What follows belongs to an exercise in optimizing a design on an open flow for small area, a short achievable clock period and few clock cycles; a production flow would make more cautious choices. RTL that was checked went through simulation tests only; none was proved equivalent to the original. Function not checked in runs 2 and 3: the RTL went through the layout flow alone.

==> flow/design.v (outline; a module is shown in full before it is edited, if it fits) <==
// module ce_update: 2257 lines
// module csa_fa: 4 lines
// module csa_ha: 4 lines
module ce_update (
    input  wire         clk,
    input  wire         rst,
    input  wire         start,
    output reg          done,
    input  wire [1:0]   law,
    input  wire [1:0]   nbq,
    input  wire [15:0]  e,
    input  wire [255:0] s_in,
    input  wire [16:0]  umod,
    input  wire [15:0]  tco,
    input  wire [7:0]   tref,
    input  wire [7:0]   t,
    input  wire [7:0]   damp,
    input  wire         dith_en,
    input  wire         wd,
    input  wire         ho,
    input  wire [17:0]  ff,
    input  wire [17:0]  lr,
    input  wire [639:0] coef,
    input  wire [15:0]  kph,
    input  wire [15:0]  gout,
    input  wire [31:0]  rgout,
    input  wire [15:0]  kb,
    input  wire [16:0]  win,
    output wire [255:0] s_out,
    output reg  [31:0]  w,
    output reg  [16:0]  ul,
    output reg  [16:0]  ucmd,
    output reg  [7:0]   dh
);
  // ...
==> flow/flow/run.sh <==
#!/bin/bash
# The standard flow (standard.sh: unchanged synthesis, floorplan, placement,
# CTS, routing) with a larger setup-repair target (SETUP_SLACK_MARGIN), so that
# repair_timing keeps improving the paths that set the achieved period.
# Port buffers use the smallest buffer cell.  The SDC is not changed.
# If detailed routing leaves an antenna violation that its repair cannot fix,
# the layout is made again with the repair target nudged (which moves cells
# and so the routing), at most twice.
set -eo pipefail
export BUFFER_PORTS_ARGS="-buffer_cell sky130_fd_sc_hd__buf_1"
ANT=orfs/reports/sky130hd/ce_update/base/drt_antennas.log
try=0
for margin in 11 11.02 10.98; do
  try=$((try + 1))
  rm -rf orfs out/final.def
  SETUP_SLACK_MARGIN=$margin bash standard.sh > standard_try$try.log 2>&1
  if ! grep -q VIOLATED "$ANT"; then
    break
  fi
  cp "$ANT" antenna_violations_try$try.log
done
==> flow/standard.sh <==
#!/bin/bash
# synth_recipe.tcl (not shown) runs the flow's synth.tcl, then flattens the netlist and writes it again
# the make line also repeats each setting of config.mk as NAME=value (left out here)
make -C /OpenROAD-flow-scripts/flow DESIGN_CONFIG=/design/flow/config.mk WORK_HOME=/design/flow/orfs CLKGATE_MAP_FILE= SYNTH_SCRIPT=/design/flow/synth_recipe.tcl "${@:-finish}"
==> flow/config.mk <==
export PLATFORM = sky130hd
export DESIGN_NAME = ce_update
export DESIGN_NICKNAME = ce_update
export VERILOG_FILES = /design/flow/design.v
export SDC_FILE = /design/flow/constraint.sdc
export NUM_CORES = 8
export LEC_CHECK = 0
export ABC_AREA = 0
export CAP_MARGIN = 35
export CORE_MARGIN = 2
export CORE_UTILIZATION = 30
export PLACE_DENSITY = 0.5
export SLEW_MARGIN = 20
export SYNTH_HIERARCHICAL = 1
==> flow/constraint.sdc <==
create_clock -name core_clock -period 18.0 [get_ports {clk}]
set_input_delay 3.6000 -clock core_clock [delete_from_list [all_inputs] [get_ports {clk}]]
set_output_delay 3.6000 -clock core_clock [all_outputs]
set_load 0.01 [all_outputs]
==> run_results.csv, run 1 <==
group,metric,value,unit
finish,multi_input_area,57000,um2
cts,clock_latency,0.82,ns
synth,yosysTopAreaCell,"fa_1",
timing,slew_headroom,0.172,
global_route,grt_max_degree,73,
global_route,grt_antenna_before_repair,170,
place,preCtsSetupSlack,8.78,ns
synth,netlist_instances,8620,
timing,finalCriticalPeriod,7.14,ns
cts,cts_root_buf,"clkbuf_16",
synth,synthArstFlopShare,0,
synth,ys_seq_area_frac,0.227,
routing,wl_met1,223000,um
cts,cts_tree,"built",
synth,synth_xor_area_frac,0.0900,
timing,setup_tns,0,ns
synth,synthMuxAreaShare,0.0285,
setup_path,worstPathMaxFanout,31,
setup_path,required,18.70,ns
setup_path,worst-setup-path-type,"reg -> reg",
routing,wl_met2,229000,um
setup_path,crit_path_end,"opa[9]",
die,io_pins,1443,
outcome,status,"no timing/DRC/antenna violations",
finish,largestRegisters,"s_r x256, acc x67",
synth,yosys.area.top_type_share,0.162,
finish,multi_input_area_share,0.596,
synth,synth-seq-cells,684,
synth,synth_most_common_cell,"nand2_1",
setup_path,crit_chain,"clkinvlp_4, ha_1, or3_1, nor4_4, or3_4, buf_4, nand2_1, o32ai_1, a221oi_1, nand2_1, o221a_2, a211o_1, mux2_2",
timing,post-route-period-util,0.397,
setup_path,cpMostUsedCell,"nand2_1",
global_route,grt.total_usage,0.438,
place,port_buffers,1442,
Testbench counts, summed over its fixed seeds: cycles 29,269.
==> inputs of run 2 (changes only) <==
--- a/flow/design.v
+++ b/flow/design.v
@@ -65,31 +65,20 @@
             assign sw[gi] = s_in[32*gi +: 32];
         end
         for (gi = 0; gi < 20; gi = gi + 1) begin : g_cw
             assign cw[gi] = coef[32*gi +: 32];
         end
     endgenerate
     wire       law2   = (law_r == 2'd2);
     wire [2:0] core_n = (law_r == 2'd0) ? 3'd4 : 3'd6;
-    reg  [2:0]  psel, psel_r;
+    reg  [2:0]  psel;
     reg  [66:0] pre;
     wire [66:0] mac_s, mac_c;
     wire [66:0] mac = mac_s + mac_c;
-    always @(*) begin
-        case (psel_r)
-            P_ACC:   pre = acc;
-            P_RND:   pre = 67'd1 << 27;
-            P_R23:   pre = 67'd1 << 23;
-            P_R31:   pre = 67'd1 << 31;
-            P_BASE:  pre = {{20{v_r[31]}}, v_r, 15'd0};    
-            P_PS:    pre = {{7{sadd_r[31]}}, sadd_r, 28'h8000000};
-            default: pre = 67'd0;
-        endcase
-    end
     wire m_1 = (b_one[0] & opa[0]) ^ b_neg[0];
     wire m_2 = ((b_one[0] & opa[1]) | (b_two[0] & opa[0])) ^ b_neg[0];
     wire m_3 = ((b_one[0] & opa[2]) | (b_two[0] & opa[1])) ^ b_neg[0];
     wire m_4 = ((b_one[0] & opa[3]) | (b_two[0] & opa[2])) ^ b_neg[0];
     wire m_5 = ((b_one[0] & opa[4]) | (b_two[0] & opa[3])) ^ b_neg[0];
     wire m_6 = ((b_one[0] & opa[5]) | (b_two[0] & opa[4])) ^ b_neg[0];
     wire m_7 = ((b_one[0] & opa[6]) | (b_two[0] & opa[5])) ^ b_neg[0];
     wire m_8 = ((b_one[0] & opa[7]) | (b_two[0] & opa[6])) ^ b_neg[0];
@@ -1958,43 +1947,40 @@
         for (fi = 0; fi < 20; fi = fi + 1) begin
             cfit[fi] = &cw[fi][31:27] | ~|cw[fi][31:27];
             clow[fi] = (cw[fi][31:26] == 6'b111110);
         end
     wire [1:0]  fsec = (st == ST_IDLE) ? 2'd0 : (st == ST_BQ && k == 3'd4) ? sec + 2'd1 : sec;
     wire [4:0]  fbase = {fsec, 2'b00} + {3'd0, fsec};
     wire        f0 = cfit[fbase];
     wire        f1 = cfit[fbase + 5'd1] & cfit[fbase + 5'd3] & ~(clow[fbase + 5'd1] & clow[fbase + 5'd3]);
-    wire [2:0]  sidx = (st == ST_BQ || st == ST_BQS) ? {fsec, 1'b1} :
-                       (st == ST_IDLE) ? 3'd0 : k;
-    wire [31:0] s_sel = sw[(st == ST_BQ && k == 3'd4) ? {fsec, 1'b0} : sidx];
-    reg  [31:0] sadd_r;
-    always @(posedge clk)
-        if (st == ST_IDLE || (st == ST_BQ && (k == 3'd4 || (k == 3'd0 && f0)))
-                          || (st == ST_BQS && ph == 2'd1))
-            sadd_r <= s_sel;
+    wire [2:0]  sidx = (st == ST_CORE) ? k :
+                       (st == ST_IDLE) ? 3'd0 :
+                       ((st == ST_BQ && k == 3'd4) || (st == ST_BQS && ph == 2'd0)) ? {fsec, 1'b0} :
+                       {fsec, 1'b1};
+    wire [31:0] s_sel = sw[sidx];
     reg  signed [19:0] k_r;               
     reg  [16:0] lo_r, hi_r;
     wire signed [24:0] uu = $signed(acc[47:24]) + k_r;
     wire        below = uu < $signed({8'd0, lo_r});
     wire        above = uu > $signed({8'd0, hi_r});
     wire [16:0] lim = below ? lo_r : hi_r;
     wire signed [24:0] dlim = $signed({8'd0, lim}) - uu;
     wire [16:0] ul_n = below ? lo_r : above ? hi_r : uu[16:0];
     wire [24:0] du = (below | above) ? dlim : 25'd0;
     wire signed [18:0] ud = $signed({2'b00, ul_n}) + (wd ? $signed({11'd0, damp}) : -$signed({11'd0, damp}));
     wire [16:0] ucmd_n = !dith_en ? ul_n : ud[18] ? 17'd0 : ud[17] ? 17'h1ffff : ud[16:0];
     wire signed [9:0] dq = acc[41:32];
     wire [7:0] dh_n = !ho ? 8'd0 : (dq > 10'sd102) ? 8'd102 : (dq < -10'sd102) ? 8'h9a : dq[7:0];
     wire        h_sat = ~(&acc[66:46] | ~|acc[66:46]);
-    wire [31:0] hist = h_sat ? (acc[66] ? 32'h80000000 : 32'h7fffffff) : acc[46:15];
+    wire [31:0] hsat = acc[66] ? 32'h80000000 : 32'h7fffffff;
     wire [2:0]  hword = (law_r == 2'd0) ? 3'd2 : law2 ? {nbq_r, 1'b0} : 3'd3;
     generate
         for (gi = 0; gi < 8; gi = gi + 1) begin : g_sout
-            assign s_out[32*gi +: 32] = (hword == gi) ? hist : s_r[gi];
+            assign s_out[32*gi +: 32] = (hword == gi && h_sat) ? hsat : s_r[gi];
         end
     endgenerate
     wire [9:0]  dt = {{2{t[7]}}, t} - {{2{tref[7]}}, tref};
     reg  [9:0]  dt_r;
     reg  [2:0]  mcnt;
     reg  [16:0] phi;                  
     reg  [1:0]  plow;                 
     wire [10:0] dtx = {dt_r, 1'b0};
@@ -2134,19 +2120,31 @@
             B_C28:   b_n = 33'h010000000;
             B_WREG:  b_n = {w[31], w};
             B_DU:    b_n = {{8{du[24]}}, du};
             default: b_n = {17'd0, gout};
         endcase
     end
     wire [36:0] bx = (bsel == B_KB) ? {2'b00, kb, 2'b00, kb, 1'b0}
                                     : {{3{b_n[32]}}, b_n, 1'b0};
+    reg  [66:0] pre_n;
+    always @(*) begin
+        case (psel)
+            P_ACC:   pre_n = mac;
+            P_RND:   pre_n = 67'd1 << 27;
+            P_R23:   pre_n = 67'd1 << 23;
+            P_R31:   pre_n = 67'd1 << 31;
+            P_BASE:  pre_n = {{20{v_r[31]}}, v_r, 15'd0};    
+            P_PS:    pre_n = {{7{s_sel[31]}}, s_sel, 28'h8000000};
+            default: pre_n = 67'd0;
+        endcase
+    end
     integer j;
     always @(posedge clk) begin
-        psel_r <= psel;
+        pre <= pre_n;
         acc  <= mac;
         opa  <= opa_n;
         opa2 <= (asel == A_DW) ? {{2{mac[56]}}, mac[56:40], 14'd0} : opa_n;
         for (j = 0; j < 17; j = j + 1) begin
             b_one[j] <= bx[2*j+1] ^ bx[2*j];
             b_two[j] <= (bx[2*j+2] & ~bx[2*j+1] & ~bx[2*j]) | (~bx[2*j+2] & bx[2*j+1] & bx[2*j]);
             b_neg[j] <= bx[2*j+2] ^ bneg;
         end
@@ -2213,16 +2211,17 @@
                 ul    <= ul_n;
                 ucmd  <= ucmd_n;
                 dh_t3 <= ~(below | above);
             end
             ST_T2: begin
                 dh  <= dh_n;
             end
             ST_T3: begin
+                s_r[hword] <= mac[46:15];         
                 if (dh_t3)
                     dh <= dh_n;               
                 if (law_r == 2'd0) begin
                     s_r[0] <= x;
                     s_r[1] <= sw[0];
                     s_r[3] <= sw[2];
                     s_r[4] <= 32'd0;
                     s_r[5] <= 32'd0;
==> flow/config.mk (replaced) <==
export PLATFORM = sky130hd
export DESIGN_NAME = ce_update
export DESIGN_NICKNAME = ce_update
export VERILOG_FILES = /design/flow/design.v
export SDC_FILE = /design/flow/constraint.sdc
export NUM_CORES = 8
export LEC_CHECK = 0
export ABC_AREA = 1
export CAP_MARGIN = 35
export CORE_MARGIN = 2
export CORE_UTILIZATION = 30
export PLACE_DENSITY = 0.5
export SLEW_MARGIN = 20
export SYNTH_HIERARCHICAL = 1
==> run_results.csv, run 2 <==
group,metric,value,unit
finish,largestRegisters,"s_r x256, pre x67, acc x43",
global_route,grt_pass1_wl,710000,um
setup_path,worstPathMaxFanout,16,
die,die_area,255000,um2
die,coreArea,251000,um2
global_route,grt.total_usage,0.402,
place,dp_hpwl,434000,um
setup_path,cp.arrival,7.47,ns
global_route,grt_antenna_before_repair,106,
synth,netlist_instances,10193,
synth,synthesis.nets,12234,
cts,holdBufCountCts,0,
global_route,first_global_vias,83320,
cts,cts_root_buf,"clkbuf_16",
cts,clock_latency,0.79,ns
timing,fin_hold_ws,0.485,ns
die,io_pins,1443,
synth,yosysTopAreaCell,"fa_1",
synth,yosys_most_used_dff,"dfxtp_1",
cts,cts_tree,"built",
synth,syn_area,75400,um2
setup_path,crit_path_end_kind,"register",
cts,numCtsBuffers,90,
die,die_h,505,um
setup_path,worst-setup-path-type,"reg -> reg",
place,placed_cells,14568,
setup_path,required,18.42,ns
timing,slew_violations,0,
cts,cts.sinks,692,
timing,skew,0.0883,ns
finish,stdcell_count,15078,
cts,htreeDepth,3,
timing,worst_pin_slew,1.19,ns
setup_path,cpLargestDelayFamily,"adder cells",
finish,max_flop_register,"s_r",
finish,largest_reg_flops,256,
outcome,status,"no timing/DRC/antenna violations",
setup_path,crit_slowest_cell,"fa_2",
die,die-width,505,um
synth,synthTopCellsByCount,"nand2_1 (2225), inv_1 (1313), o22ai_1 (761)",
synth,yosys.area.top_type_share,0.161,
synth,ys_seq_area_frac,0.223,
finish,layout.nets,13633,
setup_path,critPathBufInv,5,
finish,drive_gt1_frac,0.118,
timing,rsz0062_at_grt,"true",
routing,vias,86327,
synth,synth_cell_types,69,
routing,wl_per_cell,35.6,um
die,start_util,0.301,
timing,post-route-period-util,0.391,
finish,final_common_cell,"nand2_1",
finish,syn_to_final_growth,24.9,%
routing,ant_nets,0,
synth,synth-seq-cells,692,
routing,drc,0,
place,gp_congestion,1.09,
timing,setup_tns,0,ns
finish,final_cell_mix,"nand2_1 (2187), buf_1 (1439), inv_1 (1222), o22ai_1 (689), xor2_1 (667)",
min_path,min_path_type,"reg -> reg",
timing,clock.fmax,0.142,GHz
timing,slew_headroom,0.203,
setup_path,cpMostUsedCell,"fa_1",
synth,synth-edff-count,297,
cts,clockBufferDepth,3,
setup_path,max_stage_delay,0.65,ns
synth,ys_top_cells_by_area,"fa_1 (16%), edfxtp_1 (12%), nand2_1 (11%)",
routing,vias_per_cell,5.73,
global_route,grt.overflow.total,0,
synth,yosys_warnings,7,
synth,synth_most_common_cell,"nand2_1",
timing,finalSetupViolations,0,
routing,first_pass_iters,8,
synth,synthArstFlopShare,0,
cts,clk_pin_slew_worst_paths,0.07,ns
synth,postSynthAreaPerCell,7.40,um2
setup_path,cp-start-kind,"register",
timing,final_hold_viol_count,0,
timing,finalCriticalPeriod,7.04,ns
job,maxCapViolCount,0,
setup_path,crit_chain,"clkinvlp_4, buf_12, o22ai_2, xor2_1, fa_1, fa_2, fa_1, fa_1, fa_1, fa_2, ha_4, a21oi_2, inv_2, a31oi_4, o21ai_2, a21oi_2, nand3_2, nand2_1, o211ai_1, xor2_1, buf_6, buf_4, nand2_1, nand4_1",
routing,first_iter_violations,11414,
global_route,grt_max_degree,62,
place,port_buffers,1442,
die,rows,184,
routing,wl,536000,um
==> run 2: repair_timing <==
action,4_1_cts,5_1_grt
resized for setup,524,393
gates cloned,16,10
endpoints found under the setup margin,544,423
buffers inserted,151,89
pin swaps,80,147
==> run 2: kinds of logic (layout without fill, tap and decap cells) <==
group,Yosys count,count (layout),synth area share
AND/OR/NAND/NOR,3562,3563,0.197
XOR/XNOR,780,780,0.0906
AO/OA/AOI/OAI,2209,2209,0.171
buffers and inverters,2021,3497,0.103
adder cells (fa/ha/maj),929,929,0.214
flip-flops,692,692,0.223
other,0,60,0
==> run 2: per-layer routing <==
layer	part of all wire	global-route usage	vias up
li1	-	-	36366
met2	0.41	0.589	6049
met5	0.0012	0	-
met4	0.065	0.208	60
met3	0.12	0.136	1117
met1	0.40	0.522	42735
==> run 2: area by class of cell <==
cell class	count	area, um2
Antenna cell	60	150
Sequential cell	692	16900
Timing Repair Buffer	1921	10400
Timing Repair inverter	13	90.1
Clock buffer	124	2660
Fill cell	26814	157000
Tap cell	3348	4190
Multi-Input combinational cell	7481	53600
Clock inverter	46	598
Inverter	1393	5570
==> run 2: final timing paths <==
kind / startpoint / endpoint / slack (ns) / depth (start not counted)
max reg2reg: b_one[7] / opa2[17] / 10.96 / 24
max: b_one[7] / opa2[17] / 10.96 / 24
min reg2reg: s_r[0][0] / s_r[0][0] / 0.49 / 2
min: s_r[0][0] / s_r[0][0] / 0.49 / 2
==> run 2: through the flow <==
stage                util  instance area [um2]  worst slack, ns
global route        0.375                94100            10.86
finish              0.376                94200            10.96
global placement    0.335                84000             9.45
CTS                 0.364                91400            10.93
floorplan               -                75400            11.37
detailed placement  0.336                84300             9.48
==> run 2: worst reg2reg max path: stages, from the launching register on <==
cell and delay (ns):
dfxtp_4 0.38, clkinvlp_4 0.11, buf_12 0.17, o22ai_2 0.20
xor2_1 0.22, fa_1 0.49, fa_2 0.65, fa_1 0.46
fa_1 0.57, fa_1 0.44, fa_2 0.65, ha_4 0.25
a21oi_2 0.13, inv_2 0.07, a31oi_4 0.21, o21ai_2 0.10
a21oi_2 0.15, nand3_2 0.13, nand2_1 0.09, o211ai_1 0.18
xor2_1 0.21, buf_6 0.17, buf_4 0.15, nand2_1 0.07
nand4_1 0.45
==> run 2: modules after synthesis (local to each module, per instance) <==
module     cell area, um2  copies in the design
ce_update           63600                     1
csa_fa               20.0                   562
csa_ha               12.5                    47
==> inputs of run 3 (changes only) <==
--- a/flow/flow/run.sh
+++ b/flow/flow/run.sh
@@ -10,7 +10,7 @@
 export BUFFER_PORTS_ARGS="-buffer_cell sky130_fd_sc_hd__buf_1"
 ANT=orfs/reports/sky130hd/ce_update/base/drt_antennas.log
 try=0
-for margin in 11 11.02 10.98; do
+for margin in 11.02 10.98 11.04; do
   try=$((try + 1))
   rm -rf orfs out/final.def
   SETUP_SLACK_MARGIN=$margin bash standard.sh > standard_try$try.log 2>&1
==> run_results.csv, run 3 <==
group,metric,value,unit
cts,cts.sinks,692,
finish,num-fill-cells,26780,
job,maxCapViolCount,0,
setup_path,crit_chain,"buf_6, xor2_1, fa_1, fa_1, fa_1, fa_1, fa_2, fa_1, ha_4, a21oi_1, o21ai_0, a21oi_1, o21ai_0, nand2_1, nand3_4, nand4_1, o211ai_1, xor2_2, buf_4, nand2_1, nand4_1",
min_path,min_from,"s_r[0][0]",
setup_path,required,18.49,ns
place,preCtsSetupSlack,9.48,ns
routing,vias_per_cell,5.74,
routing,wl_per_cell,35.6,um
global_route,grt.total_usage,0.402,
cts,numCtsBuffers,90,
setup_path,worstReg2RegEnd,"opa[26]",
synth,synth_xor_area_frac,0.0906,
setup_path,cpMostUsedCell,"fa_1",
place,dp_hpwl,434000,um
routing,first_iter_violations,11681,
timing,clock.fmax,0.140,GHz
place,gp_congestion,1.09,
routing,first_pass_iters,6,
setup_path,worst-setup-path-type,"reg -> reg",
setup_path,r2r_slack,10.88,ns
cts,clockBufferDepth,3,
finish,max_flop_register,"s_r",
timing,final_hold_viol_count,0,
timing,post-route-period-util,0.395,
die,die-width,505,um
finish,largestRegisters,"s_r x256, pre x67, acc x43",
synth,synthMuxAreaShare,0,
timing,setup_tns,0,ns
setup_path,r2r_cells,21,
finish,final_common_cell,"nand2_1",
routing,vias,86498,
cts,cts_root_buf,"clkbuf_16",
synth,synthTopCellsByCount,"nand2_1 (2225), inv_1 (1313), o22ai_1 (761)",
timing,fin_hold_ws,0.481,ns
routing,ant_nets,0,
setup_path,crit_path_end_kind,"register",
synth,synth_cell_types,69,
die,start_util,0.301,
synth,synthesis.nets,12234,
setup_path,critPathBufInv,2,
synth,synth-edff-count,297,
timing,worst_pin_slew,1.11,ns
synth,yosys.area_share.adder,0.214,
timing,finalCriticalPeriod,7.12,ns
routing,drc,0,
cts,clock_latency,0.79,ns
place,port_buffers,1442,
finish,drive_gt1_frac,0.119,
min_path,holdPathEnd,"s_r[0][0]",
cts,cts_tree,"built",
synth,yosys_most_used_dff,"dfxtp_1",
setup_path,max_stage_delay,0.60,ns
synth,ys_top_cells_by_area,"fa_1 (16%), edfxtp_1 (12%), nand2_1 (11%)",
timing,rsz0062_at_grt,"true",
finish,layout.nets,13621,
synth,synthArstFlopShare,0,
timing,skew,0.0859,ns
setup_path,crit_slowest_cell,"fa_2",
min_path,min_path_type,"reg -> reg",
synth,synth-seq-cells,692,
finish,largest_reg_flops,256,
outcome,status,"no timing/DRC/antenna violations",
setup_path,cp-start-kind,"register",
synth,synth_compound_area_frac,0.171,
global_route,grt_pass1_wl,710000,um
synth,ys_seq_area_frac,0.223,
min_path,holdPathStages,2,
routing,wl,536000,um
setup_path,worstPathMaxFanout,35,
setup_path,reg2reg_from,"b_neg[6]",
global_route,grt.overflow.total,0,
timing,finalSetupViolations,0,
die,die_area,255000,um2
cts,htreeDepth,3,
finish,syn_to_final_growth,25.0,%
synth,yosysTopAreaCell,"fa_1",
timing,layout_setup_ws,10.88,ns
die,coreArea,251000,um2
die,die_h,505,um
timing,slew_violations,0,
synth,yosys.area_share.simple,0.197,
setup_path,cpLargestDelayFamily,"adder cells",
synth,yosys_warnings,7,
global_route,grt_max_degree,62,
synth,netlist_instances,10193,
global_route,first_global_vias,83520,
synth,yosys.area.top_type_share,0.161,
die,rows,184,
synth,syn_area,75400,um2
synth,postSynthAreaPerCell,7.40,um2
finish,final_cell_mix,"nand2_1 (2183), buf_1 (1440), inv_1 (1221), o22ai_1 (678), xor2_1 (666)",
synth,synth_top_family_by_area,"adder cells",
setup_path,cp.arrival,7.60,ns
synth,synth_most_common_cell,"nand2_1",
timing,slew_headroom,0.253,
global_route,grt_antenna_before_repair,111,
cts,clk_pin_slew_worst_paths,0.06,ns
die,io_pins,1443,
## run 3: cell counts after synthesis
Identical to the previous run, type by type.
## run 3: how the worst max path moves through the flow
stage / start / slack, ns / cells after the start / to
finish: b_neg[6] / 10.88 / 21 / opa[26]
floorplan: damp[1] / 11.37 / 20 / ucmd[14]
global placement: b_one[10] / 9.45 / 25 / s_r[2][28]
global route: b_one[4] / 10.88 / 26 / s_r[5][30]
CTS: opa2[19] / 10.95 / 25 / s_r[2][28]
detailed placement: b_one[11] / 9.48 / 25 / s_r[2][28]
## run 3: through the flow
step / util / std cells / instance area, um2
finish: 0.376 / 15061 / 94300
global route: 0.376 / 15037 / 94200
CTS: 0.366 / 14914 / 91600
detailed placement: 0.336 / 14568 / 84300
global placement: 0.335 / 14542 / 84000
floorplan: - / 10193 / 75400
## run 3: per-module statistics from Yosys (local to each module, per instance)
module | copies in the design | area, um2 | flops+latches | cells
ce_update | 1 | 63600 | 692 | 9584
csa_fa | 562 | 20.0 | 0 | 1
csa_ha | 47 | 12.5 | 0 | 1
## run 3: layout make-up
type	instances	area, um2	share of cell area
Multi-Input combinational cell	7481	53700	0.570
Clock inverter	46	598	0.00635
Clock buffer	124	2660	0.0282
Tap cell	3348	4190	0.0444
Antenna cell	55	138	0.00146
Timing Repair Buffer	1909	10400	0.110
Sequential cell	692	16900	0.180
Inverter	1393	5570	0.0591
Timing Repair inverter	13	90.1	0.000956
## run 3: cell families after synthesis
group                    Yosys count
AO/OA/AOI/OAI                   2209
XOR/XNOR                         780
adder cells (fa/ha/maj)          929
buffers and inverters           2021
flip-flops                       692
AND/OR/NAND/NOR                 3562
## run 3: worst reg2reg max path: stages, from the launching register on
cell	delay (ns)
dfxtp_2	0.33
buf_6	0.41
xor2_1	0.35
fa_1	0.50
fa_1	0.54
fa_1	0.58
fa_1	0.47
fa_2	0.61
fa_1	0.47
ha_4	0.30
a21oi_1	0.18
o21ai_0	0.20
a21oi_1	0.27
o21ai_0	0.22
nand2_1	0.16
nand3_4	0.15
nand4_1	0.12
o211ai_1	0.18
xor2_2	0.22
buf_4	0.19
nand2_1	0.09
nand4_1	0.32
## run 3: repair_timing
item / in CTS / in global routing
gates resized for setup: 556 / 387
setup buffers: 158 / 70
hold buffers: 0 / 0
pin swaps: 91 / 149
gates cloned: 18 / 8
endpoints found under the setup margin: 549 / 448
endpoints found under the hold margin: 0 / 0
## run 3: layer usage
metal,global-route usage,part of all wire
met5,0,0.00094
met4,0.205,0.065
met3,0.136,0.12
met2,0.590,0.41
met1,0.523,0.40

## afterwards: timing with drivers on the ports
Ports are ideal in the flow. The routed layouts listed here were re-timed in OpenROAD.
Step 1 assumes that a clkbuf_16 drives the clock port and a buf_2 every other input.
Step 2, shift: input delay + t, output delay - t, t = (earliest + latest rising clock arrival at the registers) / 2. This alone moves slack from input paths to output paths.
a / b / c = no drivers / after step 1 / after step 2; a / b = the first two.
| run | t, ns | setup WS [ns] | worst data-port slew with drivers (ns) |
|---|---|---|---|
| run 1 | 0.838 | 10.858 / 10.857 / 10.158 | 0.54 |
| run 2 | 0.859 | 10.957 / 10.921 / 10.449 | 0.26 |
| run 3 | 0.857 | 10.881 / 10.881 / 10.532 | 0.26 |
After both steps every run listed still meets setup and hold. For run 1, which loses most, drivers alone change the setup slack by -0.001 ns; drivers and shift together by -0.700 ns.
